Source: an optimization exercise on an open RTL-to-GDS flow (aim: small area and a short achievable clock period). Production flows keep margins and buffers that such runs may drop.
Only simulation tests tie the RTL to the original design; equivalence was not proved.

==> flow/design.v, too long to show whole: its modules and the start of the top module <==
// module cwu_codec: 1622 lines
module cwu_codec (
    input  wire        clk,
    input  wire        rst,
    input  wire        enc_valid,
    input  wire [63:0] enc_data,
    input  wire [35:0] enc_h,
    input  wire [2:0]  enc_word,
    input  wire        enc_poison,
    output reg         enc_out_valid,
    output reg  [23:0] enc_check,
    input  wire        dec_valid,
    input  wire [63:0] dec_data,
    input  wire [23:0] dec_check,
    input  wire [35:0] dec_h,
    input  wire [2:0]  dec_word,
    input  wire        dec_erase_en,
    input  wire [3:0]  dec_erase_dev,
    output reg         dec_out_valid,
    output reg  [63:0] dec_out_data,
    output reg  [2:0]  dec_outcome,
    output reg  [3:0]  dec_position,
    output reg  [23:0] dec_synd
);
  // ...
==> flow/flow/run.sh <==
#!/bin/bash
# Own flow: the standard layout (standard.sh) with two changes:
#  - ABC maps the logic with flow/abc.script (an area-oriented mapping
#    followed by ABC's buffering and sizing) instead of ORFS's
#    abc_speed/abc_area script; the synthesis passes before and after ABC
#    are standard.sh's own (synth_recipe.tcl);
#  - repair_timing aims for SETUP_SLACK_MARGIN=20.5 ns of setup slack;
#  - the port buffers that global placement inserts on every input and
#    output are sky130_fd_sc_hd__buf_1 cells.
# Each tool's output is in orfs/logs/ (per step) and make_flow.log.
set -euo pipefail
W=$(pwd)
cp flow/abc.script "$W/abc_custom.script"
cat > "$W/custom_synth.tcl" <<EOT
proc abc {args} {
  set i [lsearch -exact \$args -script]
  if {\$i >= 0} { lset args [expr {\$i + 1}] $W/abc_custom.script }
  puts "custom abc script: $W/abc_custom.script"
  yosys abc {*}\$args
}
source $W/synth_recipe.tcl
EOT
sed -e "s#SYNTH_SCRIPT=[^ ]*#SYNTH_SCRIPT=$W/custom_synth.tcl 'BUFFER_PORTS_ARGS=-buffer_cell sky130_fd_sc_hd__buf_1' SETUP_SLACK_MARGIN=20.5#" standard.sh > "$W/custom_standard.sh"
grep -q "SYNTH_SCRIPT=$W/custom_synth.tcl" "$W/custom_standard.sh"
bash "$W/custom_standard.sh" > "$W/make_flow.log" 2>&1
==> flow/flow/abc.script <==
strash
ifraig
scorr
dc2
dch -f
&get -n
&st
&dch
&nf -R 1000
&put
topo
==> flow/standard.sh <==
#!/bin/bash
# synth_recipe.tcl (not shown) runs the flow's synth.tcl, then flattens the netlist and writes it again
# the make line also repeats each setting of config.mk as NAME=value (left out here)
make -C /OpenROAD-flow-scripts/flow DESIGN_CONFIG=/design/flow/config.mk WORK_HOME=/design/flow/orfs CLKGATE_MAP_FILE= SYNTH_SCRIPT=/design/flow/synth_recipe.tcl "${@:-finish}"
==> flow/config.mk <==
export PLATFORM = sky130hd
export DESIGN_NAME = cwu_codec
export DESIGN_NICKNAME = cwu_codec
export VERILOG_FILES = /design/flow/design.v
export SDC_FILE = /design/flow/constraint.sdc
export NUM_CORES = 4
export LEC_CHECK = 0
export CAP_MARGIN = 20
export CORE_MARGIN = 2
export CORE_UTILIZATION = 50
export GPL_ROUTABILITY_DRIVEN = 1
export PLACE_DENSITY = 0.7
export SLEW_MARGIN = 20
==> flow/constraint.sdc <==
create_clock -name core_clock -period 28.0 [get_ports {clk}]
set_input_delay 5.6000 -clock core_clock [delete_from_list [all_inputs] [get_ports {clk}]]
set_output_delay 5.6000 -clock core_clock [all_outputs]
set_load 0.01 [all_outputs]
==> reports/qor.txt, run 1 <==
Crit path max-delay family - XOR/XNOR gates
Largest net degree at the start of global routing - 41
Xor and xnor area share after synthesis - 58.3%
Row count - 73
Critical path capture point type - flop
Sink Count - 221
Layout area overhead - 22.8%
Total iterations of the first detailed-routing run - 19
Post-Syn Area - 20400 µm²
FF-to-FF path depth - 27
Hold Buf Count CTS - 0
Worst min path class - flop to flop
Residual DRC - 0
Largest family of logic cells by synthesized area - XOR/XNOR gates
Met2 Resource Use GR - 66.0%
Area of the multi-input gates - 16800 µm²
Clock transition at the registers of the reported paths - 70 ps
Worst R2R Setup Slack - 20790 ps
Yosys top cell area share - 41.3%
Worst-Skew Late Latency - 590 ps
IO Port Bufs - 360
Worst hold slack - 404 ps
Worst R2R Start - r_s1[3]$_DFF_P_
Max Freq - 133 MHz
Metal-1 WL - 34.9 mm
Clk cell area share - 3.65%
Synth cell types - 46
Setup Skew - 36.7 ps
Min Tclk post-route - 7510 ps
Status - finished clean
Total area of sequential cells - 4450 µm²
Ys async rst share - 0%
GRT Overall Usage - 41.4%
Wire length on met2 - 40.9 mm
CTS Buf Count - 27
Grt ovf - 0
==> run 2: changes to the inputs <==
==> flow/flow/abc.script (replaced) <==
strash
ifraig
scorr
dc2
dch -f
&get -n
&st
&dch
&nf -R 1000
&put
buffer -c
topo
stime -c
upsize -c
dnsize -c
--- a/flow/config.mk
+++ b/flow/config.mk
@@ -7,7 +7,6 @@
 export LEC_CHECK = 0
 export CAP_MARGIN = 20
 export CORE_MARGIN = 2
-export CORE_UTILIZATION = 50
+export CORE_UTILIZATION = 56
 export GPL_ROUTABILITY_DRIVEN = 1
-export PLACE_DENSITY = 0.7
 export SLEW_MARGIN = 20
==> run 2 against run 1 <==
Still clean on timing, DRC and antenna. Global-route usage up 2.4 points. Die area down 6.4%. Critical path type unchanged. Critical endpoint unchanged.
==> reports/qor.txt, run 2 <==
Status - finished clean (unchanged)
CTS tree - done (unchanged)
Setup TNS - 0 ps (unchanged)
CP startpoint kind - input pin (unchanged)
Yosys top cell area share - 38.5% (was 41.3%)
Hpwl dp - 69.5 mm (was 71.7 mm)
Final setup vio count - 0 (unchanged)
Iter 0 DRT Violations - 2299 (was 2956)
Synth top area cells - xnor2_1 (39%), dfxtp_1 (21%), xor2_1 (15%), a22oi_1 (3.1%), a222oi_1 (2.3%) (was xnor2_1 (41%), dfxtp_1 (22%), xor2_1 (16%), a22oi_1 (3.3%), a222oi_1 (2.4%))
Ys async rst share - 0% (unchanged)
Most numerous cell in the Yosys netlist - xnor2_1 (unchanged)
Hold path startpoint - r_s2[5]$_DFF_P_ (was r_data[48]$_DFF_P_)
GRT Overall Usage - 43.7% (was 41.4%)
Sink Count - 221 (unchanged)
Vias in the first global route - 19300 (was 18900)
Endpoints failing hold - 0 (unchanged)
Layout area overhead - 18.9% (was 22.8%)
Area after DPL - 23200 µm² (was 23000 µm²)
IO Port Bufs - 360 (unchanged)
Max cap viols - 0 (unchanged)
Most frequent cells in the layout - xnor2_1 (910), buf_1 (359), xor2_1 (340) (was xnor2_1 (916), buf_1 (357), xor2_1 (346))
Die height - 199 µm (was 206 µm)
Worst min path class - flop to flop (unchanged)
CP startpoint - dec_check[5] (was dec_data[14])
Min Tclk post-route - 7460 ps (was 7510 ps)
Post-Syn Area - 21400 µm² (was 20400 µm²)
Period utilisation layout - 26.7% (was 26.8%)
Crit path kind - input pin to flop (unchanged)
Total iterations of the first detailed-routing run - 10 (was 19)
Worst rel slew slack - 24.3% (was 23.3%)
First-pass GRT wire length - 127 mm (was 128 mm)
Final ANT Viol Nets - 0 (unchanged)
Row count - 71 (was 73)
Die area - 39700 µm² (was 42400 µm²)
Final core occ - 67.6% (was 62.6%)
Setup Skew - 21.2 ps (was 36.7 ps)
Synth cell types - 69 (was 46)
Htree depth - 1 (unchanged)
CTS Buf Count - 25 (was 27)
CP Data Required Time - 28430 ps (about the same)
CTS Buffer Depth - 3 (unchanged)
Worst-Skew Late Latency - 570 ps (was 590 ps)
CP max FO - 3 (was 4)
Routability cong. - 1.08 (was 1.03)
Syn Area/Cell - 9.13 µm² (was 9.14 µm²)
CP arrival - 7890 ps (was 7940 ps)
Initial core utilization - 56.8% (was 51.0%)
Clock transition at the registers of the reported paths - 70 ps (about the same)
IO Pins - 361 (unchanged)
Critical path capture point type - flop (unchanged)
Final net count - 2959 (was 2961)
Root Buffer - clkbuf_16 (unchanged)
Worst-margin pin slew - 1140 ps (about the same)
Largest registers - dec_out_data: 64 flops, r_data: 64 flops (unchanged)
Post-synth top area cell - xnor2_1 (unchanged)
Hold Buf Count CTS - 0 (unchanged)
Largest net degree at the start of global routing - 41 (unchanged)
Die span in x - 199 µm (was 206 µm)
Commonest non-fill, non-tap cell in the layout - xnor2_1 (unchanged)
Antenna violations before repair - 0 (was 4)
Routed len/inst - 27.3 µm (was 27.8 µm)
Seq cells post-synth - 221 (unchanged)
Routed WL - 88.6 mm (was 90.7 mm)
Max Freq - 134 MHz (was 133 MHz)
Ys flop type - dfxtp_1 (unchanged)
RSZ-0062 raised after global routing - no (unchanged)
Residual DRC - 0 (unchanged)
Core Area - 37600 µm² (was 40000 µm²)
Post-synthesis sequential area ratio - 20.7% (was 21.7%)
Mapped Cells - 2338 (was 2231)
Synth cell count leaders - xnor2_1 (940), xor2_1 (363), dfxtp_1 (221), a22oi_1 (89), nand2_1 (84) (was xnor2_1 (962), xor2_1 (376), dfxtp_1 (221), a22oi_1 (89), nand2_1 (84))
Fin. max-slew vios - 0 (unchanged)
Yosys Warn Count - 1 (unchanged)
Antenna fix cells - 0 (was 1)
DR vias - 19800 (was 19600)
Layout cells sized above 1 - 10.3% (was 9.66%)
Worst R2R Start - r_s1[7]$_DFF_P_ (was r_s1[3]$_DFF_P_)
Number of synthesized flops with an enable pin - 0 (unchanged)
Grt ovf - 0 (unchanged)
Vias per Instance - 6.09 (was 6.01)
Post-Syn Nets - 2585 (was 2478)
Final instance area - 25400 µm² (was 25000 µm²)
## run 2: cell count changes after synthesis, moves of 12 or more
cell,before,now
and2_0,19,0
and2_1,0,19
buf_1,0,13
buf_2,0,29
buf_4,0,12
clkbuf_1,0,52
clkinv_1,31,1
inv_1,0,28
xnor2_1,962,940
xnor2_2,0,17
xor2_1,376,363
## run 2: cell type report
cell class / count / area, µm²
clock buffers: 34 / 709
well taps: 511 / 639
flip-flops and latches: 221 / 4460
fillers: 3204 / 12200
repair buffers: 454 / 2150
inverters: 31 / 124
multi-input cells: 1979 / 17100
clock inverters: 12 / 241
## run 2: routing by layer
layer  vias up  track usage, %  part of all wire, %
met5         -               0                    0
met3       378            8.52                   12
met1      9286            55.2                   37
met2      1539            69.1                   44
met4         0            26.0                  7.2
li1       8547               -                    -
## run 2: logic make-up after synthesis
logic type	share of synthesized area, %
flip-flops	20.7
adder cells (fa/ha/maj)	0.410
AO/OA/AOI/OAI	10.9
buffers and inverters	2.84
AND/OR/NAND/NOR	7.79
XOR/XNOR	57.4
## run 2: metrics by stage
| stage | setup slack (ps) | cells | hold slack (ps) |
|---|---|---|---|
| 2_1_floorplan | 20590 | 2338 | 326 |
| 3_3_place_gp | 18290 | 3145 | 359 |
| 3_5_place_dp | 18300 | 3146 | 362 |
| 4_1_cts | 20510 | 3216 | 362 |
| 5_1_grt | 20470 | 3242 | 376 |
| 6_report | 20540 | 3242 | 362 |
## run 2: final timing paths
check        slack [ps]  cells after the start                       end
max               20540                      8           r_s2[2]$_DFF_P_
min                 360                      0      dec_synd[21]$_DFF_P_
max reg2reg       20860                     27  dec_out_data[57]$_DFF_P_
min reg2reg         360                      0      dec_synd[21]$_DFF_P_
## run 2: worst max-delay path, cell delays in order
cell and delay, ps:
buf_1 360, xor2_2 330, xnor2_1 190, xnor2_1 430
xnor2_1 190, xnor2_1 220, xnor2_1 150, xnor3_1 430
## run 2: what timing repair did
action                                  4_1_cts  5_1_grt
endpoints found under the setup margin       84       88
gates resized for setup                      68       59
setup buffers                                24       26
pin swaps                                     6        9
==> run 3: changes to the inputs <==
==> flow/flow/abc.script (replaced) <==
strash
ifraig
scorr
dc2
dch -f
&get -n
&st
&dch
&nf -R 1000
&put
topo
--- a/flow/config.mk
+++ b/flow/config.mk
@@ -7,6 +7,6 @@
 export LEC_CHECK = 0
 export CAP_MARGIN = 20
 export CORE_MARGIN = 2
-export CORE_UTILIZATION = 56
+export CORE_UTILIZATION = 45
 export GPL_ROUTABILITY_DRIVEN = 1
 export SLEW_MARGIN = 20
==> run 3 against run 2 <==
Largest cell class unchanged. Highest routed layer unchanged. Still clean on timing, DRC and antenna. Clock skew is 6.6 ps higher. First-iteration DRC count rose by 30%.
==> reports/qor.txt, run 3 <==
Initial core utilization - 45.2% (was 56.8%)
Htree depth - 1 (unchanged)
Max cap viols - 0 (unchanged)
First-pass GRT wire length - 131 mm (was 127 mm)
Seq cells post-synth - 221 (unchanged)
Vias in the first global route - 18800 (was 19300)
Post-synthesis sequential area ratio - 21.7% (was 20.7%)
Hold-critical path depth - 0 (unchanged)
GRT Overall Usage - 37.8% (was 43.7%)
Grt ovf - 0 (unchanged)
CP startpoint kind - input pin (unchanged)
Routability cong. - 1.04 (was 1.08)
Mapped Cells - 2231 (was 2338)
Worst-margin pin slew - 1110 ps (was 1140 ps)
CTS tree - done (unchanged)
Ys async rst share - 0% (unchanged)
Row count - 78 (was 71)
Root Buffer - clkbuf_16 (unchanged)
Worst R2R Setup Slack - 20730 ps (was 20860 ps)
Crit path max-delay cell type - xnor2_1 (unchanged)
Antenna violations before repair - 2 (was 0)
RSZ-0062 raised after global routing - yes (was no)
Yosys Warn Count - 1 (unchanged)
Worst min path class - flop to flop (unchanged)
Ys flop type - dfxtp_1 (unchanged)
Core Area - 45100 µm² (was 37600 µm²)
IO Pins - 361 (unchanged)
CTS Buf Count - 25 (unchanged)
Vias per Instance - 5.80 (was 6.09)
Commonest non-fill, non-tap cell in the layout - xnor2_1 (unchanged)
Antenna fix cells - 0 (unchanged)
Synth cell count leaders - xnor2_1 (962), xor2_1 (376), dfxtp_1 (221), a22oi_1 (89), nand2_1 (84) (was xnor2_1 (940), xor2_1 (363), dfxtp_1 (221), a22oi_1 (89), nand2_1 (84))
Number of synthesized flops with an enable pin - 0 (unchanged)
Largest registers - dec_out_data: 64 flops, r_data: 64 flops (unchanged)
Iter 0 DRT Violations - 2997 (was 2299)
CP arrival - 7960 ps (was 7890 ps)
Most numerous cell in the Yosys netlist - xnor2_1 (unchanged)
Worst R2R Start - r_s0[0]$_DFF_P_ (was r_s1[7]$_DFF_P_)
Worst rel slew slack - 25.9% (was 24.3%)
Most frequent cells in the layout - xnor2_1 (923), buf_1 (358), xor2_1 (349) (was xnor2_1 (910), buf_1 (359), xor2_1 (340))
Worst path cell trace - buf_1 -> xor2_1 -> xnor2_1 -> xor2_1 -> xnor2_1 -> xor2_1 -> xnor2_1 -> xor2_1 (was buf_1 -> xor2_2 -> xnor2_1 -> xnor2_1 -> xnor2_1 -> xnor2_1 -> xnor2_1 -> xnor3_1)
Post-Syn Area - 20400 µm² (was 21400 µm²)
Post-Syn Nets - 2478 (was 2585)
Hold path startpoint - r_s2[5]$_DFF_P_ (unchanged)
Area of the multi-input gates - 16600 µm² (was 17100 µm²)
Routed WL - 91.7 mm (was 88.6 mm)
Clock transition at the registers of the reported paths - 70 ps (about the same)
Synth top area cells - xnor2_1 (41%), dfxtp_1 (22%), xor2_1 (16%), a22oi_1 (3.3%), a222oi_1 (2.4%) (was xnor2_1 (39%), dfxtp_1 (21%), xor2_1 (15%), a22oi_1 (3.1%), a222oi_1 (2.3%))
Status - finished clean (unchanged)
Fillers - 4311 (was 3204)
Total area of sequential cells - 4450 µm² (was 4460 µm²)
Endpoints failing hold - 0 (unchanged)
FF-to-FF path depth - 30 (was 27)
Final core occ - 55.4% (was 67.6%)
Min Tclk post-route - 7460 ps (about the same)
Final net count - 2969 (was 2959)
Hpwl dp - 73.5 mm (was 69.5 mm)
RR Endpoint - dec_out_data[27]$_DFF_P_ (was dec_out_data[57]$_DFF_P_)
Critical path capture point type - flop (unchanged)
Final setup vio count - 0 (unchanged)
CP Data Required Time - 28500 ps (was 28430 ps)
Layout cells sized above 1 - 9.46% (was 10.3%)
Cell count after placement - 3253 (was 3146)
Max incr delay on CP - 610 ps (was 430 ps)
Final Non-Filler Cells - 3337 (was 3242)
Setup Skew - 27.7 ps (was 21.2 ps)
Largest net degree at the start of global routing - 41 (unchanged)
Crit path kind - input pin to flop (unchanged)
Hold Buf Count CTS - 0 (unchanged)
CP bufs+invs - 1 (unchanged)
Layout area overhead - 22.4% (was 18.9%)
Max Freq - 134 MHz (about the same)
DR vias - 19400 (was 19800)
Post-synth top area cell - xnor2_1 (unchanged)
Setup TNS - 0 ps (unchanged)
Sink Count - 221 (unchanged)
Routed len/inst - 27.5 µm (was 27.3 µm)
Syn Area/Cell - 9.14 µm² (was 9.13 µm²)
Crit path max-delay family - XOR/XNOR gates (unchanged)
Period utilisation layout - 26.6% (was 26.7%)
CTS Buffer Depth - 3 (unchanged)
Top cell by count, worst path - xor2_1 (was xnor2_1)
Yosys top cell area share - 41.3% (was 38.5%)
Residual DRC - 0 (unchanged)
Synth cell types - 46 (was 69)
Final ANT Viol Nets - 0 (unchanged)
CP max FO - 4 (was 3)
IO Port Bufs - 360 (unchanged)
Worst-Skew Late Latency - 580 ps (was 570 ps)
Die height - 217 µm (was 199 µm)
Die span in x - 217 µm (was 199 µm)
Total iterations of the first detailed-routing run - 12 (was 10)
Worst Hold Path EP - dec_synd[21]$_DFF_P_ (unchanged)
Die area - 47100 µm² (was 39700 µm²)
Fin. max-slew vios - 0 (unchanged)
[run 3: per-layer routing]
| metal | global-route usage (%) | part of all wire, % | vias up |
|---|---|---|---|
| met5 | 0 | 0 | - |
| li1 | - | - | 8573 |
| met2 | 62.2 | 46 | 1251 |
| met1 | 49.1 | 40 | 9233 |
| met3 | 5.80 | 8.9 | 296 |
| met4 | 16.4 | 5.5 | 0 |
[run 3: stage by stage]
stage / area [µm²] / hold slack (ps) / worst slack [ps]
2_1_floorplan: 20500 / 349 / 20500
3_3_place_gp: 23100 / 416 / 18030
3_5_place_dp: 23100 / 420 / 17980
4_1_cts: 24400 / 399 / 20430
5_1_grt: 25000 / 412 / 20470
6_report: 25000 / 406 / 20540
[run 3: logic make-up after synthesis]
logic type | share of synthesized area (%)
AO/OA/AOI/OAI | 11.3
XOR/XNOR | 58.3
adder cells (fa/ha/maj) | 0.429
buffers and inverters | 0.570
flip-flops | 21.7
AND/OR/NAND/NOR | 7.70
[run 3: final cells by class]
class                           count  share of cell area, %
Multi-Input combinational cell   1979                   66.7
Sequential cell                   221                   17.8
Timing Repair Buffer              464                   8.75
Tap cell                          600                   3.01
Clock buffer                       30                   2.70
Clock inverter                     12                  0.521
Inverter                           31                  0.521
[run 3: timing repair]
| action | CTS | global route |
|---|---|---|
| endpoints found under the hold margin | 0 | 0 |
| setup buffers | 9 | 33 |
| pin swaps | 5 | 7 |
| endpoints found under the setup margin | 83 | 85 |
| gates resized for setup | 91 | 46 |
[run 3: worst max path at each step]
stage | from | endpoint | slack [ps] | cells past startpoint
2_1_floorplan | r_s0[0]$_DFF_P_ | dec_out_data[48]$_DFF_P_ | 20500 | 30
3_3_place_gp | r_s0[0]$_DFF_P_ | dec_out_data[9]$_DFF_P_ | 18030 | 28
3_5_place_dp | r_s0[0]$_DFF_P_ | dec_out_data[9]$_DFF_P_ | 17980 | 28
4_1_cts | r_s0[5]$_DFF_P_ | dec_out_data[9]$_DFF_P_ | 20430 | 30
5_1_grt | dec_h[22] | r_s1[2]$_DFF_P_ | 20470 | 8
6_report | dec_h[22] | r_s1[3]$_DFF_P_ | 20540 | 8
==> run 4: changes to the inputs <==
--- a/flow/config.mk
+++ b/flow/config.mk
@@ -7,6 +7,8 @@
 export LEC_CHECK = 0
 export CAP_MARGIN = 20
 export CORE_MARGIN = 2
-export CORE_UTILIZATION = 45
+export CORE_UTILIZATION = 50
+export CTS_CLUSTER_DIAMETER = 100
+export CTS_CLUSTER_SIZE = 30
 export GPL_ROUTABILITY_DRIVEN = 1
 export SLEW_MARGIN = 20
==> run 4 against run 3 <==
Critical path depth decreased by 1. Still clean. Final area decreased by 2.5%. Highest routed layer is now met5. Sequential share of layout area up 0.40 points. Final cell count fell by 3.7%. Critical path type unchanged. Routed wire length shrank 3.6%.
==> reports/qor.txt, run 4 <==
Status - finished clean (unchanged)
CP arrival - 7820 ps (was 7960 ps)
Iter 0 DRT Violations - 2814 (was 2997)
Residual DRC - 0 (unchanged)
Critical path capture point type - flop (unchanged)
Synth cell types - 46 (unchanged)
Crit path max-delay family - XOR/XNOR gates (unchanged)
Largest net degree at the start of global routing - 41 (unchanged)
Hold Buf Count CTS - 0 (unchanged)
Die area - 42400 µm² (was 47100 µm²)
Sink Count - 221 (unchanged)
Htree depth - 1 (unchanged)
Die height - 206 µm (was 217 µm)
Commonest non-fill, non-tap cell in the layout - xnor2_1 (unchanged)
First-pass GRT wire length - 127 mm (was 131 mm)
Worst R2R Setup Slack - 20620 ps (was 20730 ps)
IO Port Bufs - 360 (unchanged)
Setup TNS - 0 ps (unchanged)
Hpwl dp - 70.9 mm (was 73.5 mm)
Worst-Skew Late Latency - 530 ps (was 580 ps)
Largest registers - dec_out_data: 64 flops, r_data: 64 flops (unchanged)
Layout cells sized above 1 - 7.66% (was 9.46%)
Routed len/inst - 27.5 µm (about the same)
Crit path max-delay cell type - xnor2_1 (unchanged)
Area after DPL - 23000 µm² (was 23100 µm²)
Syn Area/Cell - 9.14 µm² (unchanged)
Worst rel slew slack - 30.3% (was 25.9%)
Number of synthesized flops with an enable pin - 0 (unchanged)
Synth top area cells - xnor2_1 (41%), dfxtp_1 (22%), xor2_1 (16%), a22oi_1 (3.3%), a222oi_1 (2.4%) (unchanged)
Crit path kind - input pin to flop (unchanged)
Hold path startpoint - r_s2[5]$_DFF_P_ (unchanged)
Post-Syn Area - 20400 µm² (unchanged)
Min Tclk post-route - 7470 ps (was 7460 ps)
Grt ovf - 0 (unchanged)
Max cap viols - 0 (unchanged)
Endpoints failing hold - 0 (unchanged)
Ys async rst share - 0% (unchanged)
Post-Syn Nets - 2478 (unchanged)
Max incr delay on CP - 590 ps (was 610 ps)
Worst path cell trace - buf_1 -> xnor2_1 -> xnor2_1 -> xnor2_1 -> xnor2_1 -> xnor2_1 -> xnor2_1 (was buf_1 -> xor2_1 -> xnor2_1 -> xor2_1 -> xnor2_1 -> xor2_1 -> xnor2_1 -> xor2_1)
RR Endpoint - dec_out_data[1]$_DFF_P_ (was dec_out_data[27]$_DFF_P_)
Die span in x - 206 µm (was 217 µm)
Period utilisation layout - 26.7% (was 26.6%)
Top cell by count, worst path - xnor2_1 (was xor2_1)
Layout area overhead - 19.4% (was 22.4%)
Worst-margin pin slew - 1050 ps (was 1110 ps)
CTS Buffer Depth - 3 (unchanged)
Seq cells post-synth - 221 (unchanged)
Synth cell count leaders - xnor2_1 (962), xor2_1 (376), dfxtp_1 (221), a22oi_1 (89), nand2_1 (84) (unchanged)
Most numerous cell in the Yosys netlist - xnor2_1 (unchanged)
Ys flop type - dfxtp_1 (unchanged)
Root Buffer - clkbuf_16 (unchanged)
Most frequent cells in the layout - xnor2_1 (924), buf_1 (359), xor2_1 (349) (was xnor2_1 (923), buf_1 (358), xor2_1 (349))
Clock transition at the registers of the reported paths - 100 ps (was 70 ps)
Core Area - 40000 µm² (was 45100 µm²)
CP startpoint kind - input pin (unchanged)
DR vias - 19300 (was 19400)
GRT Overall Usage - 40.8% (was 37.8%)
Worst min path class - flop to flop (unchanged)
Post-synth top area cell - xnor2_1 (unchanged)
Hold-critical path depth - 0 (unchanged)
Antenna fix cells - 0 (unchanged)
Yosys Warn Count - 1 (unchanged)
CP bufs+invs - 1 (unchanged)
Fin. max-slew vios - 0 (unchanged)
CP Data Required Time - 28350 ps (was 28500 ps)
Initial core utilization - 51.0% (was 45.2%)
CTS tree - done (unchanged)
Final instance area - 24300 µm² (was 25000 µm²)
Setup Skew - 29.9 ps (was 27.7 ps)
Mapped Cells - 2231 (unchanged)
Yosys top cell area share - 41.3% (unchanged)
Antenna violations before repair - 2 (unchanged)
Worst R2R Start - r_s0[4]$_DFF_P_ (was r_s0[0]$_DFF_P_)
Final setup vio count - 0 (unchanged)
Final ANT Viol Nets - 0 (unchanged)
Routed WL - 88.4 mm (was 91.7 mm)
Vias in the first global route - 18900 (was 18800)
Max Freq - 134 MHz (about the same)
CP max FO - 4 (unchanged)
Total iterations of the first detailed-routing run - 12 (unchanged)
Vias per Instance - 6.01 (was 5.80)
Worst Hold Path EP - dec_synd[21]$_DFF_P_ (unchanged)
Final net count - 2929 (was 2969)
CTS Buf Count - 15 (was 25)
RSZ-0062 raised after global routing - yes (unchanged)
IO Pins - 361 (unchanged)
FF-to-FF path depth - 27 (was 30)
Routability cong. - 1.07 (was 1.04)
Post-synthesis sequential area ratio - 21.7% (unchanged)
Row count - 73 (was 78)
==> run 4: area by class of cell <==
type / instances / area, µm²
multi-input cells: 1979 / 16700
fillers: 3618 / 15700
flip-flops and latches: 221 / 4440
repair buffers: 434 / 1950
well taps: 525 / 657
clock buffers: 16 / 379
inverters: 31 / 128
clock inverters: 8 / 121
==> run 4: kinds of logic after synthesis <==
| logic type | share of synthesized area (%) |
|---|---|
| AO/OA/AOI/OAI | 11.3 |
| flip-flops | 21.7 |
| AND/OR/NAND/NOR | 7.70 |
| buffers and inverters | 0.570 |
| adder cells (fa/ha/maj) | 0.429 |
| XOR/XNOR | 58.3 |
==> run 4: worst max-delay path by stage <==
| stage | startpoint | to | slack, ps | cells after the start |
|---|---|---|---|---|
| floorplan | r_s0[0]$_DFF_P_ | dec_out_data[48]$_DFF_P_ | 20500 | 30 |
| global placement | r_s0[4]$_DFF_P_ | dec_out_data[7]$_DFF_P_ | 18590 | 27 |
| detailed placement | r_s0[0]$_DFF_P_ | dec_out_data[26]$_DFF_P_ | 18250 | 29 |
| CTS | dec_h[22] | r_s1[3]$_DFF_P_ | 20500 | 8 |
| global route | r_s0[6]$_DFF_P_ | dec_out_data[32]$_DFF_P_ | 20400 | 28 |
| finish | dec_h[19] | r_s0[3]$_DFF_P_ | 20530 | 7 |
==> run 4: metal layers <==
layer	GRT usage, %	wire, µm	up-vias
li1	-	-	8480
met1	51.5	33100	9037
met2	66.4	40200	1439
met3	7.10	9070	358
met4	21.8	6000	2
met5	0	30	-
==> run 4: metrics by stage <==
step	cells	worst slack (ps)	utilization, %	hold WS [ps]
6_report	3214	20530	60.9	376
5_1_grt	3214	20400	60.9	382
4_1_cts	3211	20500	59.8	374
3_5_place_dp	3176	18250	57.5	365
3_3_place_gp	3176	18590	57.5	359
2_1_floorplan	2231	20500	-	349
==> run 4: timing repair <==
| action | 4_1_cts | 5_1_grt |
|---|---|---|
| resized for setup | 80 | 50 |
| endpoints found under the setup margin | 81 | 88 |
| pin swaps | 4 | 2 |
| buffers inserted | 11 | 3 |
==> run 4: worst reg2reg max path, cell delays in order (launching register included) <==
cell,delay (ps)
dfxtp_4,440
xnor2_1,630
xor2_4,420
nand2_1,90
and4_1,190
nand2_1,90
xor2_1,190
buf_4,240
clkinv_1,230
ha_1,520
xor2_1,330
xnor2_2,190
xor2_1,200
nand4_1,130
nor3_1,80
nand3_2,250
clkinv_2,300
a221o_1,380
or3_1,370
a2111oi_2,360
nand2_1,180
a21oi_4,280
nor3b_4,240
a21o_1,170
o21bai_4,240
and2_4,280
a22oi_1,110
xnor2_1,170
==> run 5: changes to the inputs <==
--- a/flow/config.mk
+++ b/flow/config.mk
@@ -8,7 +8,7 @@
 export CAP_MARGIN = 20
 export CORE_MARGIN = 2
 export CORE_UTILIZATION = 50
-export CTS_CLUSTER_DIAMETER = 100
-export CTS_CLUSTER_SIZE = 30
+export CTS_CLUSTER_DIAMETER = 120
+export CTS_CLUSTER_SIZE = 25
 export GPL_ROUTABILITY_DRIVEN = 1
 export SLEW_MARGIN = 20
==> run 5 against run 4 <==
Area after synthesis unchanged. Fmax increased by 0.15%. Count of clock-buffer cells in the layout fell by 1. First-iteration DRC count is 0.21% higher.
==> reports/qor.txt, run 5 <==
Min Tclk post-route - 7460 ps (was 7470 ps)
CP arrival - 7830 ps (was 7820 ps)
Met3 Track Usage GR - 6.62% (was 7.10%)
RSZ-0062 raised after global routing - yes (unchanged)
Worst-margin pin slew - 1050 ps (about the same)
Most Crowded Layer GR - met2 (unchanged)
Iter 0 DRT Violations - 2820 (was 2814)
Hpwl dp - 70.9 mm (unchanged)
Most frequent cells in the layout - xnor2_1 (925), buf_1 (359), xor2_1 (347) (was xnor2_1 (924), buf_1 (359), xor2_1 (349))
Routed len/inst - 27.6 µm (was 27.5 µm)
Endpoints failing hold - 0 (unchanged)
Mapped Cells - 2231 (unchanged)
Htree depth - 1 (unchanged)
Max cap viols - 0 (unchanged)
Residual DRC - 0 (unchanged)
CP startpoint kind - input pin (unchanged)
Fin. max-slew vios - 0 (unchanged)
Number of synthesized flops with an enable pin - 0 (unchanged)
Worst rel slew slack - 29.7% (was 30.3%)
IO Pins - 361 (unchanged)
Max Freq - 134 MHz (about the same)
Yosys top cell area share - 41.3% (unchanged)
GR Util met1 - 51.8% (was 51.5%)
Row count - 73 (unchanged)
First-pass GRT wire length - 126 mm (was 127 mm)
Post-Syn Area - 20400 µm² (unchanged)
Commonest non-fill, non-tap cell in the layout - xnor2_1 (unchanged)
Largest net degree at the start of global routing - 41 (unchanged)
Sink Count - 221 (unchanged)
IO Port Bufs - 360 (unchanged)
Final net count - 2931 (was 2929)
Layout area overhead - 19.6% (was 19.4%)
CP Data Required Time - 28370 ps (was 28350 ps)
Post-Syn Nets - 2478 (unchanged)
Ys async rst share - 0% (unchanged)
Root Buffer - clkbuf_16 (unchanged)
Worst-Skew Late Latency - 520 ps (was 530 ps)
Setup WS post-layout - 20540 ps (was 20530 ps)
Largest registers - dec_out_data: 64 flops, r_data: 64 flops (unchanged)
Grt ovf - 0 (unchanged)
Critical path capture point type - flop (unchanged)
Worst min path class - flop to flop (unchanged)
Antenna fix cells - 0 (unchanged)
Setup Skew - 25.2 ps (was 29.9 ps)
Status - finished clean (unchanged)
Layout cells sized above 1 - 7.84% (was 7.66%)
Total iterations of the first detailed-routing run - 10 (was 12)
Routability cong. - 1.07 (unchanged)
Seq cells post-synth - 221 (unchanged)
Synth top area cells - xnor2_1 (41%), dfxtp_1 (22%), xor2_1 (16%), a22oi_1 (3.3%), a222oi_1 (2.4%) (unchanged)
Routed WL - 88.7 mm (was 88.4 mm)
Synth cell types - 46 (unchanged)
Setup TNS - 0 ps (unchanged)
CTS Buffer Depth - 3 (unchanged)
Vias in the first global route - 18900 (about the same)
Die height - 206 µm (unchanged)
DR vias - 19300 (about the same)
GRT Overall Usage - 40.9% (was 40.8%)
Post-synthesis sequential area ratio - 21.7% (unchanged)
Core Area - 40000 µm² (unchanged)
CTS Buf Count - 15 (unchanged)
Antenna violations before repair - 2 (unchanged)
Die area - 42400 µm² (unchanged)
Post-Place Worst Slack - 18250 ps (unchanged)
Die span in x - 206 µm (unchanged)
Final ANT Viol Nets - 0 (unchanged)
Total area of sequential cells - 4450 µm² (was 4440 µm²)
Syn Area/Cell - 9.14 µm² (unchanged)
Ys flop type - dfxtp_1 (unchanged)
Yosys Warn Count - 1 (unchanged)
Initial core utilization - 51.0% (unchanged)
CTS tree - done (unchanged)
Post-synth top area cell - xnor2_1 (unchanged)
CP max FO - 4 (unchanged)
Area of the multi-input gates - 16700 µm² (about the same)
Synth cell count leaders - xnor2_1 (962), xor2_1 (376), dfxtp_1 (221), a22oi_1 (89), nand2_1 (84) (unchanged)
Met2 Resource Use GR - 67.0% (was 66.4%)
Most numerous cell in the Yosys netlist - xnor2_1 (unchanged)
Clock transition at the registers of the reported paths - 100 ps (about the same)
Period utilisation layout - 26.6% (was 26.7%)
Fillers - 3631 (was 3618)
Vias per Instance - 5.99 (was 6.01)
Crit path kind - input pin to flop (unchanged)
Final setup vio count - 0 (unchanged)
run 5: cell counts after synthesis:
No cell type changed its count.
run 5: final timing paths:
| check | start | endpoint | slack [ps] | cells after the start |
|---|---|---|---|---|
| worst max-delay path | dec_h[19] | r_s0[3]$_DFF_P_ | 20540 | 7 |
| worst min-delay path | r_s2[5]$_DFF_P_ | dec_synd[21]$_DFF_P_ | 380 | 0 |
| worst max register to register | r_s0[0]$_DFF_P_ | dec_out_data[1]$_DFF_P_ | 20710 | 31 |
| worst min register to register | r_s2[5]$_DFF_P_ | dec_synd[21]$_DFF_P_ | 380 | 0 |
run 5: through the flow:
step | cells | utilization [%] | instance area [µm²] | hold slack (ps)
6_report | 3215 | 61.0 | 24400 | 375
5_1_grt | 3215 | 61.0 | 24400 | 377
4_1_cts | 3209 | 59.8 | 23900 | 366
3_5_place_dp | 3176 | 57.5 | 23000 | 365
3_3_place_gp | 3176 | 57.5 | 23000 | 359
2_1_floorplan | 2231 | - | 20500 | 349
run 5: layout make-up:
class	count	share of cell area (%)
sequential	221	18.2
inverter	31	0.559
clock buffer	15	1.54
tap	525	2.69
clock inverter	8	0.400
timing repair buffer	436	8.07
multi-input combinational	1979	68.5
run 5: cell families after synthesis:
kind of cell    after synthesis  share of synthesized area, %
compound gates              305                          11.3
xor+xnor                   1346                          58.3
fa+ha+maj                     7                         0.429
buf+inv                      31                         0.570
flops                       221                          21.7
simple gates                321                          7.70
run 5: layer usage:
layer	up-vias	wire (µm)
met5	-	8
met4	2	5580
met3	318	8830
met2	1383	40600
met1	9075	33600
li1	8475	-
run 5: timing repair:
action,CTS,global route
buffers inserted,10,6
cloned,0,0
hold buffers,0,0
pin swaps,4,3
gates resized for setup,81,58
setup endpoints to repair,80,85
run 5: worst max-delay path, cell delays in order:
cell and delay [ps]:
buf_1 210, xnor2_1 600, xnor2_1 280, xnor2_1 360, xnor2_1 120, xnor2_1 430
xnor2_1 230
==> run 6: changes to the inputs <==
==> flow/flow/abc.script (replaced) <==
strash
ifraig
scorr
dc2
dch -f
&get -n
&st
&dch
&nf -R 1000 -E 10
&put
topo
==> run 6 against run 5 <==
Still clean on timing, DRC and antenna. Register-to-register slack improved by 60 ps. Clock skew increased by 7.4 ps. First-iteration DRC count decreased by 2.2%. Flip-flop and latch count unchanged. Area after synthesis decreased by 0.40%. Non-clock buffer count increased by 26. Synthesized cell count increased by 0.58%. Critical endpoint is now r_s1[4]$_DFF_P_.
==> reports/qor.txt, run 6 <==
Yosys Warn Count - 1 (unchanged)
CTS tree - done (unchanged)
Wire length on met2 - 40.3 mm (was 40.6 mm)
Hold Buf Count CTS - 0 (unchanged)
CTS Buf Count - 14 (was 15)
Status - finished clean (unchanged)
Final ANT Viol Nets - 0 (unchanged)
Final setup vio count - 0 (unchanged)
Clock transition at the registers of the reported paths - 100 ps (about the same)
Antenna violations before repair - 2 (unchanged)
Max Freq - 133 MHz (was 134 MHz)
Total area of sequential cells - 4460 µm² (was 4450 µm²)
CP arrival - 7890 ps (was 7830 ps)
Routed len/inst - 27.2 µm (was 27.6 µm)
Worst-margin pin slew - 1040 ps (was 1050 ps)
Endpoints failing hold - 0 (unchanged)
Post-Syn Nets - 2491 (was 2478)
Routed WL - 88.5 mm (was 88.7 mm)
FF-to-FF path depth - 26 (was 31)
Residual DRC - 0 (unchanged)
Post-synthesis sequential area ratio - 21.8% (was 21.7%)
Setup Skew - 32.6 ps (was 25.2 ps)
Worst-Skew Late Latency - 520 ps (about the same)
Core Area - 39900 µm² (was 40000 µm²)
Ys async rst share - 0% (unchanged)
CP Data Required Time - 28390 ps (was 28370 ps)
Synth cell types - 47 (was 46)
Hpwl dp - 70.2 mm (was 70.9 mm)
Root Buffer - clkbuf_16 (unchanged)
Max cap viols - 0 (unchanged)
Die area - 42300 µm² (was 42400 µm²)
Crit path kind - input pin to flop (unchanged)
Syn Area/Cell - 9.05 µm² (was 9.14 µm²)
Routability cong. - 1.07 (about the same)
Most numerous cell in the Yosys netlist - xnor2_1 (unchanged)
Sink Count - 221 (unchanged)
Worst min path class - flop to flop (unchanged)
Largest registers - dec_out_data: 64 flops, r_data: 64 flops (unchanged)
Synth cell count leaders - xnor2_1 (905), xor2_1 (454), dfxtp_1 (221), nor2_1 (86), nand2_1 (76) (was xnor2_1 (962), xor2_1 (376), dfxtp_1 (221), a22oi_1 (89), nand2_1 (84))
Fillers - 3639 (was 3631)
Mapped Cells - 2244 (was 2231)
Iter 0 DRT Violations - 2759 (was 2820)
Final net count - 2969 (was 2931)
Met3 WL post-DR - 9.48 mm (was 8.83 mm)
Number of synthesized flops with an enable pin - 0 (unchanged)
Period utilisation layout - 26.8% (was 26.6%)
Layout area overhead - 20.4% (was 19.6%)
Post-Syn Area - 20300 µm² (was 20400 µm²)
Vias per Instance - 6.02 (was 5.99)
Vias in the first global route - 19200 (was 18900)
CTS Buffer Depth - 3 (unchanged)
Area of the multi-input gates - 16600 µm² (was 16700 µm²)
Final instance area - 24500 µm² (was 24400 µm²)
Initial core utilization - 50.9% (was 51.0%)
Ys flop type - dfxtp_1 (unchanged)
Total iterations of the first detailed-routing run - 8 (was 10)
CP startpoint kind - input pin (unchanged)
Hold-critical path depth - 0 (unchanged)
Metal-1 WL - 33.0 mm (was 33.6 mm)
Die span in x - 206 µm (about the same)
Min Tclk post-route - 7500 ps (was 7460 ps)
Most frequent cells in the layout - xnor2_1 (863), xor2_1 (427), buf_1 (360) (was xnor2_1 (925), buf_1 (359), xor2_1 (347))
IO Pins - 361 (unchanged)
Die height - 206 µm (about the same)
Grt ovf - 0 (unchanged)
Commonest non-fill, non-tap cell in the layout - xnor2_1 (unchanged)
Area after DPL - 22900 µm² (was 23000 µm²)
Row count - 73 (unchanged)
Yosys top cell area share - 39.0% (was 41.3%)
Largest net degree at the start of global routing - 39 (was 41)
DR vias - 19600 (was 19300)
GRT Overall Usage - 40.9% (about the same)
Htree depth - 1 (unchanged)
IO Port Bufs - 360 (unchanged)
Post-synth top area cell - xnor2_1 (unchanged)
First-pass GRT wire length - 127 mm (was 126 mm)
Seq cells post-synth - 221 (unchanged)
Synth top area cells - xnor2_1 (39%), dfxtp_1 (22%), xor2_1 (20%), o22ai_1 (2.2%), a222oi_1 (1.8%) (was xnor2_1 (41%), dfxtp_1 (22%), xor2_1 (16%), a22oi_1 (3.3%), a222oi_1 (2.4%))
Layout cells sized above 1 - 9.02% (was 7.84%)
RSZ-0062 raised after global routing - no (was yes)
CP max FO - 4 (unchanged)
Highest routed layer - met5 (unchanged)
Fin. max-slew vios - 0 (unchanged)
Worst rel slew slack - 30.5% (was 29.7%)
Critical path capture point type - flop (unchanged)
Setup TNS - 0 ps (unchanged)
[run 6: worst paths after layout]
check | startpoint | end | slack, ps
worst max-delay path | dec_data[36] | r_s1[4]$_DFF_P_ | 20500
worst max register to register | r_ea[0]$_DFF_P_ | dec_out_data[45]$_DFF_P_ | 20770
worst min-delay path | r_s2[3]$_DFF_P_ | dec_synd[19]$_DFF_P_ | 400
worst min register to register | r_s2[3]$_DFF_P_ | dec_synd[19]$_DFF_P_ | 400
[run 6: repair_timing]
item,4_1_cts,5_1_grt
pin swaps,5,6
gates resized for setup,61,77
endpoints found under the hold margin,0,0
setup endpoints to repair,87,88
setup buffers,11,25
[run 6: critical path, cell delays in order]
cell	delay [ps]
buf_1	240
xnor2_1	590
xor2_1	340
xnor2_1	200
xnor2_1	110
xnor2_1	430
xnor2_1	220
xnor2_1	160
[run 6: per-stage QoR]
stage	worst slack (ps)	std cells	hold WS [ps]	utilization, %
final	20500	3253	404	61.3
after global routing	20490	3251	420	61.3
after CTS	20500	3226	405	59.7
after detailed placement	18570	3195	390	57.5
after global placement	18830	3195	388	57.5
after floorplan	20520	2244	349	-
[run 6: logic make-up after synthesis]
logic type	Yosys count	share of synthesized area (%)
AO/OA/AOI/OAI	293	10.5
XOR/XNOR	1360	58.7
adder cells (fa/ha/maj)	7	0.431
buffers and inverters	32	0.591
flip-flops	221	21.8
AND/OR/NAND/NOR	331	8.03
[run 6: layout make-up]
type                            count  area share (%)
Inverter                           32           0.639
Antenna cell                        2          0.0205
Timing Repair Buffer              462            8.76
Clock buffer                       16            1.59
Sequential cell                   221            18.2
Tap cell                          525            2.69
Multi-Input combinational cell   1991            67.8
Clock inverter                      4           0.230
[run 6: metal layers]
metal | up-vias | global-route usage, %
met3 | 381 | 7.70
met5 | - | 0
li1 | 8568 | -
met1 | 9247 | 51.8
met2 | 1386 | 66.0
met4 | 2 | 21.1
==> run 7: changes to the inputs <==
--- a/flow/flow/run.sh
+++ b/flow/flow/run.sh
@@ -1,5 +1,5 @@
 #!/bin/bash
-# Own flow: the standard layout (standard.sh) with two changes:
+# Own flow: the standard layout (standard.sh) with these changes:
 #  - ABC maps the logic with flow/abc.script (an area-oriented mapping
 #    followed by ABC's buffering and sizing) instead of ORFS's
 #    abc_speed/abc_area script; the synthesis passes before and after ABC
==> flow/flow/abc.script (replaced) <==
strash
ifraig
scorr
dc2
dch -f
&get -n
&st
&dch
&nf -R 1000
&put
buffer -c
topo
stime -c
upsize -c
dnsize -c
--- a/flow/config.mk
+++ b/flow/config.mk
@@ -8,7 +8,5 @@
 export CAP_MARGIN = 20
 export CORE_MARGIN = 2
 export CORE_UTILIZATION = 50
-export CTS_CLUSTER_DIAMETER = 120
-export CTS_CLUSTER_SIZE = 25
 export GPL_ROUTABILITY_DRIVEN = 1
 export SLEW_MARGIN = 20
==> run 7 against run 6 <==
First-iteration DRC count fell by 4.6%. Flip-flop and latch count did not move. Worst setup slack improved by 20 ps. Count of clock-buffer cells in the layout rose by 19. Sequential share of layout area fell by 0.53 points.
==> reports/qor.txt, run 7 <==
Seq cells post-synth - 221 (unchanged)
Antenna violations before repair - 2 (unchanged)
CP Data Required Time - 28400 ps (was 28390 ps)
GR Util met1 - 50.8% (was 51.8%)
Number of synthesized flops with an enable pin - 0 (unchanged)
GRT Overall Usage - 39.3% (was 40.9%)
Cell count after placement - 3184 (was 3195)
CTS tree - done (unchanged)
Worst-margin pin slew - 844 ps (was 1040 ps)
CP arrival - 7880 ps (was 7890 ps)
CP startpoint kind - input pin (unchanged)
Worst path cell trace - buf_1 -> xor2_1 -> xnor2_2 -> xor2_2 -> xor2_2 -> xnor2_1 -> xnor2_1 -> xnor3_1 (was buf_1 -> xnor2_1 -> xor2_1 -> xnor2_1 -> xnor2_1 -> xnor2_1 -> xnor2_1 -> xnor2_1)
CP max FO - 4 (unchanged)
Largest registers - dec_out_data: 64 flops, r_data: 64 flops (unchanged)
Max cap viols - 0 (unchanged)
Iter 0 DRT Violations - 2631 (was 2759)
Min Tclk post-route - 7480 ps (was 7500 ps)
Layout area overhead - 17.8% (was 20.4%)
Yosys Warn Count - 1 (unchanged)
Post-Syn Nets - 2585 (was 2491)
Final instance area - 25200 µm² (was 24500 µm²)
Post-synthesis sequential area ratio - 20.7% (was 21.8%)
Met3 Track Usage GR - 5.80% (was 7.70%)
Crit path max-delay cell type - xnor3_1 (was xnor2_1)
Final net count - 2948 (was 2969)
Xor and xnor area share after synthesis - 57.4% (was 58.7%)
Commonest non-fill, non-tap cell in the layout - xnor2_1 (unchanged)
Synth cell count leaders - xnor2_1 (940), xor2_1 (363), dfxtp_1 (221), a22oi_1 (89), nand2_1 (84) (was xnor2_1 (905), xor2_1 (454), dfxtp_1 (221), nor2_1 (86), nand2_1 (76))
Worst-Skew Late Latency - 580 ps (was 520 ps)
Ys flop type - dfxtp_1 (unchanged)
Htree depth - 1 (unchanged)
Ys async rst share - 0% (unchanged)
Clock transition at the registers of the reported paths - 70 ps (was 100 ps)
Worst hold slack - 417 ps (was 404 ps)
Yosys top cell area share - 38.5% (was 39.0%)
CP startpoint - dec_data[30] (was dec_data[36])
Initial core utilization - 50.8% (was 50.9%)
Layout cells sized above 1 - 9.37% (was 9.02%)
Synth top area cells - xnor2_1 (39%), dfxtp_1 (21%), xor2_1 (15%), a22oi_1 (3.1%), a222oi_1 (2.3%) (was xnor2_1 (39%), dfxtp_1 (22%), xor2_1 (20%), o22ai_1 (2.2%), a222oi_1 (1.8%))
Total iterations of the first detailed-routing run - 11 (was 8)
Most frequent cells in the layout - xnor2_1 (907), buf_1 (360), xor2_1 (349) (was xnor2_1 (863), xor2_1 (427), buf_1 (360))
Simple-gate share of the synthesized area - 7.79% (was 8.03%)
Vias per Instance - 5.92 (was 6.02)
Status - finished clean (unchanged)
Setup Skew - 38.2 ps (was 32.6 ps)
Post-Place Worst Slack - 18540 ps (was 18570 ps)
Crit path max-delay family - XOR/XNOR gates (unchanged)
Fin. max-slew vios - 0 (unchanged)
Met2 Resource Use GR - 64.5% (was 66.0%)
Crit path kind - input pin to flop (unchanged)
Row count - 75 (was 73)
Core Area - 42000 µm² (was 39900 µm²)
Most numerous cell in the Yosys netlist - xnor2_1 (unchanged)
Post-synthesis mux area share - 0% (unchanged)
Sink Count - 221 (unchanged)
Final ANT Viol Nets - 0 (unchanged)
Synth cell types - 69 (was 47)
Max incr delay on CP - 490 ps (was 590 ps)
Endpoints failing hold - 0 (unchanged)
Die span in x - 211 µm (was 206 µm)
CTS Buf Count - 26 (was 14)
Vias in the first global route - 18900 (was 19200)
Largest net degree at the start of global routing - 41 (was 39)
Routability cong. - 1.05 (was 1.07)
Post-synth top area cell - xnor2_1 (unchanged)
Die height - 211 µm (was 206 µm)
Setup WS post-layout - 20520 ps (was 20500 ps)
Adder-Cell Fraction of Synth Area - 0.410% (was 0.431%)
Critical path capture point type - flop (unchanged)
Post-Syn Area - 21400 µm² (was 20300 µm²)
Hpwl dp - 71.2 mm (was 70.2 mm)
Period utilisation layout - 26.7% (was 26.8%)
Final setup vio count - 0 (unchanged)
Residual DRC - 0 (unchanged)
Post-synthesis compound-gate area fraction - 10.9% (was 10.5%)
DR vias - 19300 (was 19600)
First-pass GRT wire length - 128 mm (was 127 mm)
IO Pins - 361 (unchanged)
RSZ-0062 raised after global routing - no (unchanged)
Worst min path class - flop to flop (unchanged)
Root Buffer - clkbuf_16 (unchanged)
Syn Area/Cell - 9.13 µm² (was 9.05 µm²)
CP bufs+invs - 1 (unchanged)
Setup TNS - 0 ps (unchanged)
Worst R2R Start - r_s0[2]$_DFF_P_ (was r_ea[0]$_DFF_P_)
Mapped Cells - 2338 (was 2244)
CTS Buffer Depth - 3 (unchanged)
Largest family of logic cells by synthesized area - XOR/XNOR gates (unchanged)
Final core occ - 59.8% (was 61.3%)
Most Crowded Layer GR - met2 (unchanged)
Worst rel slew slack - 43.3% (was 30.5%)
Hold path startpoint - r_s2[2]$_DFF_P_ (was r_s2[3]$_DFF_P_)
Final Non-Filler Cells - 3261 (was 3253)
Max Freq - 134 MHz (was 133 MHz)
IO Port Bufs - 360 (unchanged)
Routed WL - 89.5 mm (was 88.5 mm)
Area after DPL - 23300 µm² (was 22900 µm²)
Routed len/inst - 27.5 µm (was 27.2 µm)
Grt ovf - 0 (unchanged)
Die area - 44400 µm² (was 42300 µm²)
-- run 7: layout make-up --
cell class / instances / area [µm²]
multi-input cells: 1980 / 17000
fillers: 3815 / 16900
flip-flops and latches: 221 / 4450
repair buffers: 441 / 2050
clock buffers: 35 / 724
well taps: 539 / 674
clock inverters: 13 / 135
inverters: 31 / 120
diodes: 1 / 2.50
-- run 7: final timing paths --
check	endpoint	slack [ps]	cells past startpoint
worst min-delay path	dec_synd[18]$_DFF_P_	420	0
worst max-delay path	r_s2[2]$_DFF_P_	20520	8
worst min register to register	dec_synd[18]$_DFF_P_	420	0
worst max register to register	dec_out_data[38]$_DFF_P_	20850	27
-- run 7: worst register-to-register path, delay by kind of cell (launching register included) --
kind                       cells  cell delay, ps
AOI/OAI and AO/OA             10            2040
DFF                            1             580
and+or+nand+nor                7            1520
buffers and inverters          3             700
adders and majority gates      1             490
xor gates and xnor gates       6            1730
-- run 7: kinds of logic after synthesis --
kind of cell / after synthesis
DFF: 221
adders and majority gates: 7
AOI/OAI and AO/OA: 305
buffers and inverters: 138
and+or+nand+nor: 321
xor gates and xnor gates: 1346
-- run 7: repair_timing --
item | in CTS | in global routing
endpoints found under the setup margin | 82 | 87
hold buffers | 0 | 0
resized for setup | 69 | 48
gates cloned | 0 | 1
buffers inserted | 12 | 15
pin swaps | 3 | 11
-- run 7: per-layer routing --
metal  vias up  share of wire [%]
met5         -              0.022
met4         4                5.7
met3       298                 10
met2      1297                 46
met1      9169                 38
li1       8536                  -
==> run 8: changes to the inputs <==
--- a/flow/flow/run.sh
+++ b/flow/flow/run.sh
@@ -1,9 +1,8 @@
 #!/bin/bash
 # Own flow: the standard layout (standard.sh) with these changes:
-#  - ABC maps the logic with flow/abc.script (an area-oriented mapping
-#    followed by ABC's buffering and sizing) instead of ORFS's
-#    abc_speed/abc_area script; the synthesis passes before and after ABC
-#    are standard.sh's own (synth_recipe.tcl);
+#  - ABC maps the logic with flow/abc.script (an area-oriented mapping)
+#    instead of ORFS's abc_speed/abc_area script; the synthesis passes
+#    before and after ABC are standard.sh's own (synth_recipe.tcl);
 #  - repair_timing aims for SETUP_SLACK_MARGIN=20.5 ns of setup slack;
 #  - the port buffers that global placement inserts on every input and
 #    output are sky130_fd_sc_hd__buf_1 cells.
==> flow/flow/abc.script (replaced) <==
strash
ifraig
scorr
dc2
dch -f
&get -n
&st
&dch
&nf -R 1000
&put
topo
==> run 8 against run 7 <==
Count of clock-buffer cells in the layout down 3. Fmax increased by 0.34%. Routed wire length down 0.95%. Die area down 4.4%. Area after synthesis decreased by 4.5%. Utilization is 2.2 points higher. Highest routed layer unchanged. Sequential share of layout area up 0.21 points. Still clean. Critical path type unchanged. Flip-flop and latch count unchanged.
==> reports/qor.txt, run 8 <==
Antenna violations before repair - 6 (was 2)
Routed len/inst - 27.4 µm (was 27.5 µm)
Routed WL - 88.7 mm (was 89.5 mm)
Die span in x - 206 µm (was 211 µm)
Initial core utilization - 51.0% (was 50.8%)
Root Buffer - clkbuf_16 (unchanged)
Fillers - 3580 (was 3815)
Fin. max-slew vios - 0 (unchanged)
Worst min path class - flop to flop (unchanged)
Post-synthesis sequential area ratio - 21.7% (was 20.7%)
Total iterations of the first detailed-routing run - 15 (was 11)
CTS Buf Count - 26 (unchanged)
Period utilisation layout - 26.6% (was 26.7%)
Die area - 42400 µm² (was 44400 µm²)
Clock transition at the registers of the reported paths - 60 ps (was 70 ps)
Worst R2R Setup Slack - 20820 ps (was 20850 ps)
Cell count after placement - 3176 (was 3184)
CTS tree - done (unchanged)
CP Data Required Time - 28430 ps (was 28400 ps)
Setup TNS - 0 ps (unchanged)
Largest net degree at the start of global routing - 41 (unchanged)
RSZ-0062 raised after global routing - no (unchanged)
Row count - 73 (was 75)
Vias in the first global route - 19000 (was 18900)
Ys async rst share - 0% (unchanged)
Routability cong. - 1.07 (was 1.05)
IO Port Bufs - 360 (unchanged)
CP max FO - 4 (unchanged)
Commonest non-fill, non-tap cell in the layout - xnor2_1 (unchanged)
Endpoints failing hold - 0 (unchanged)
Worst-margin pin slew - 1040 ps (was 844 ps)
Max cap viols - 0 (unchanged)
Htree depth - 1 (unchanged)
Post-Syn Area - 20400 µm² (was 21400 µm²)
Die height - 206 µm (was 211 µm)
Final net count - 2944 (was 2948)
Syn Area/Cell - 9.14 µm² (was 9.13 µm²)
Hold Buf Count CTS - 0 (unchanged)
Setup Skew - 14.6 ps (was 38.2 ps)
Area of the multi-input gates - 16600 µm² (was 17000 µm²)
Max Freq - 134 MHz (about the same)
IO Pins - 361 (unchanged)
Post-Syn Nets - 2478 (was 2585)
Layout cells sized above 1 - 8.32% (was 9.37%)
GRT Overall Usage - 40.9% (was 39.3%)
Worst-Skew Late Latency - 570 ps (was 580 ps)
Final setup vio count - 0 (unchanged)
Most numerous cell in the Yosys netlist - xnor2_1 (unchanged)
Ys flop type - dfxtp_1 (unchanged)
First-pass GRT wire length - 127 mm (was 128 mm)
Yosys Warn Count - 1 (unchanged)
Mapped Cells - 2231 (was 2338)
Most frequent cells in the layout - xnor2_1 (926), buf_1 (359), xor2_1 (354) (was xnor2_1 (907), buf_1 (360), xor2_1 (349))
Final ANT Viol Nets - 0 (unchanged)
Crit path kind - input pin to flop (unchanged)
Residual DRC - 0 (unchanged)
Status - finished clean (unchanged)
Yosys top cell area share - 41.3% (was 38.5%)
Synth cell count leaders - xnor2_1 (962), xor2_1 (376), dfxtp_1 (221), a22oi_1 (89), nand2_1 (84) (was xnor2_1 (940), xor2_1 (363), dfxtp_1 (221), a22oi_1 (89), nand2_1 (84))
CTS Buffer Depth - 3 (unchanged)
DR vias - 19500 (was 19300)
Critical path capture point type - flop (unchanged)
Worst rel slew slack - 30.7% (was 43.3%)
Min Tclk post-route - 7460 ps (was 7480 ps)
Hpwl dp - 70.9 mm (was 71.2 mm)
Total area of sequential cells - 4440 µm² (was 4450 µm²)
CP startpoint kind - input pin (unchanged)
Grt ovf - 0 (unchanged)
Layout area overhead - 21.7% (was 17.8%)
Iter 0 DRT Violations - 2747 (was 2631)
Largest registers - dec_out_data: 64 flops, r_data: 64 flops (unchanged)
Sink Count - 221 (unchanged)
CP arrival - 7880 ps (about the same)
Core Area - 40000 µm² (was 42000 µm²)
Vias per Instance - 6.00 (was 5.92)
Final Non-Filler Cells - 3242 (was 3261)
Synth top area cells - xnor2_1 (41%), dfxtp_1 (22%), xor2_1 (16%), a22oi_1 (3.3%), a222oi_1 (2.4%) (was xnor2_1 (39%), dfxtp_1 (21%), xor2_1 (15%), a22oi_1 (3.1%), a222oi_1 (2.3%))
Number of synthesized flops with an enable pin - 0 (unchanged)
Post-synth top area cell - xnor2_1 (unchanged)
Synth cell types - 46 (was 69)
Seq cells post-synth - 221 (unchanged)
==> run 8: cell types whose count changed in the layout (fill, tap and decap cells not counted), moves of 3 or more <==
cell and change:
xnor2_2 -13, inv_1 -27, and2_0 +11, buf_12 -3
xnor2_4 -6, bufinv_16 +4, and2_1 -11, clkinv_1 +22
xnor2_1 +19, clkbuf_1 -3, xor2_4 -3, xor2_1 +5
==> run 8: routing by layer <==
metal	vias up	global-route usage, %	wire (µm)
met2	1473	66.4	40600
met5	-	0	65
met3	342	7.47	9610
met4	8	22.0	5600
li1	8549	-	-
met1	9089	51.4	32900
==> run 8: cell families after synthesis <==
group	synth area share, %
simple gates	7.70
fa+ha+maj	0.429
flops	21.7
buf+inv	0.570
xor+xnor	58.3
compound gates	11.3
==> run 8: worst paths after layout <==
kind,from,to,cells past startpoint
worst min register to register,r_s2[5]$_DFF_P_,dec_synd[21]$_DFF_P_,0
worst max register to register,r_s1[3]$_DFF_P_,dec_out_data[6]$_DFF_P_,27
worst max-delay path,dec_data[30],r_s2[2]$_DFF_P_,8
worst min-delay path,r_s2[5]$_DFF_P_,dec_synd[21]$_DFF_P_,0
==> run 8: cell type report <==
class | instances | area share, %
Multi-Input combinational cell | 1979 | 67.1
Sequential cell | 221 | 17.9
Timing Repair Buffer | 438 | 7.99
Clock buffer | 32 | 2.87
Tap cell | 525 | 2.65
Clock inverter | 14 | 0.943
Inverter | 31 | 0.555
Antenna cell | 2 | 0.0202
==> run 8: worst max-delay path, cell delays in order <==
cell     delay (ps)
buf_1           350
xor2_1          190
xnor2_1         390
xor2_2          310
xor2_2          290
xnor2_1         170
xnor2_1         140
xnor3_1         420
==> run 8: stage by stage <==
| step | setup slack [ps] | util, % | hold slack [ps] | cell area, µm² |
|---|---|---|---|---|
| floorplan | 20500 | - | 349 | 20500 |
| global placement | 18590 | 57.5 | 359 | 23000 |
| detailed placement | 18250 | 57.5 | 365 | 23000 |
| CTS | 20510 | 60.8 | 374 | 24300 |
| global route | 20480 | 62.0 | 379 | 24800 |
| finish | 20540 | 62.0 | 371 | 24800 |
==> run 8: timing repair <==
action                                  4_1_cts  5_1_grt
endpoints found under the setup margin       77       84
pin swaps                                     4        5
gates resized for setup                      74       57
setup buffers                                 9        9

## re-timing with driven ports
The flow's constraints put no driver on any port. The routed layouts listed below were extracted and timed again, unchanged, in two steps. Step 1: set_driving_cell puts a clkbuf_16 on clk and a buf_2 on each other input, an assumption about the parent block. Step 2 moves the port delays by t, midway between the first and last clock arrival at a register: inputs arrive t later, outputs are due t later. That takes back most of the time a late clock gives input paths. Slacks: ideal ports / drivers / drivers and shift; pairs: ideal ports / drivers.
| run | t, ns | setup slack, ns | latest minus earliest clock arrival (ns) | worst slew at a driven data input, ns |
|---|---|---|---|---|
| run 1 | 0.623 | 20.490 / 20.519 / 19.895 | 0.037 / 0.037 | 0.05 |
| run 2 | 0.620 | 20.536 / 20.574 / 19.954 | 0.022 / 0.022 | 0.07 |
| run 3 | 0.624 | 20.544 / 20.578 / 19.954 | 0.028 / 0.028 | 0.05 |
| run 4 | 0.574 | 20.531 / 20.569 / 19.995 | 0.045 / 0.046 | 0.05 |
| run 5 | 0.578 | 20.542 / 20.580 / 20.002 | 0.032 / 0.031 | 0.05 |
| run 6 | 0.551 | 20.498 / 20.519 / 19.968 | 0.034 / 0.034 | 0.06 |
| run 7 | 0.620 | 20.518 / 20.549 / 19.929 | 0.041 / 0.040 | 0.06 |
| run 8 | 0.623 | 20.544 / 20.575 / 19.951 | 0.025 / 0.025 | 0.05 |
After both steps every run listed still meets setup and hold. The setup slack of run 1, which loses most, moves by +0.029 ns with the drivers and by -0.595 ns with both steps.
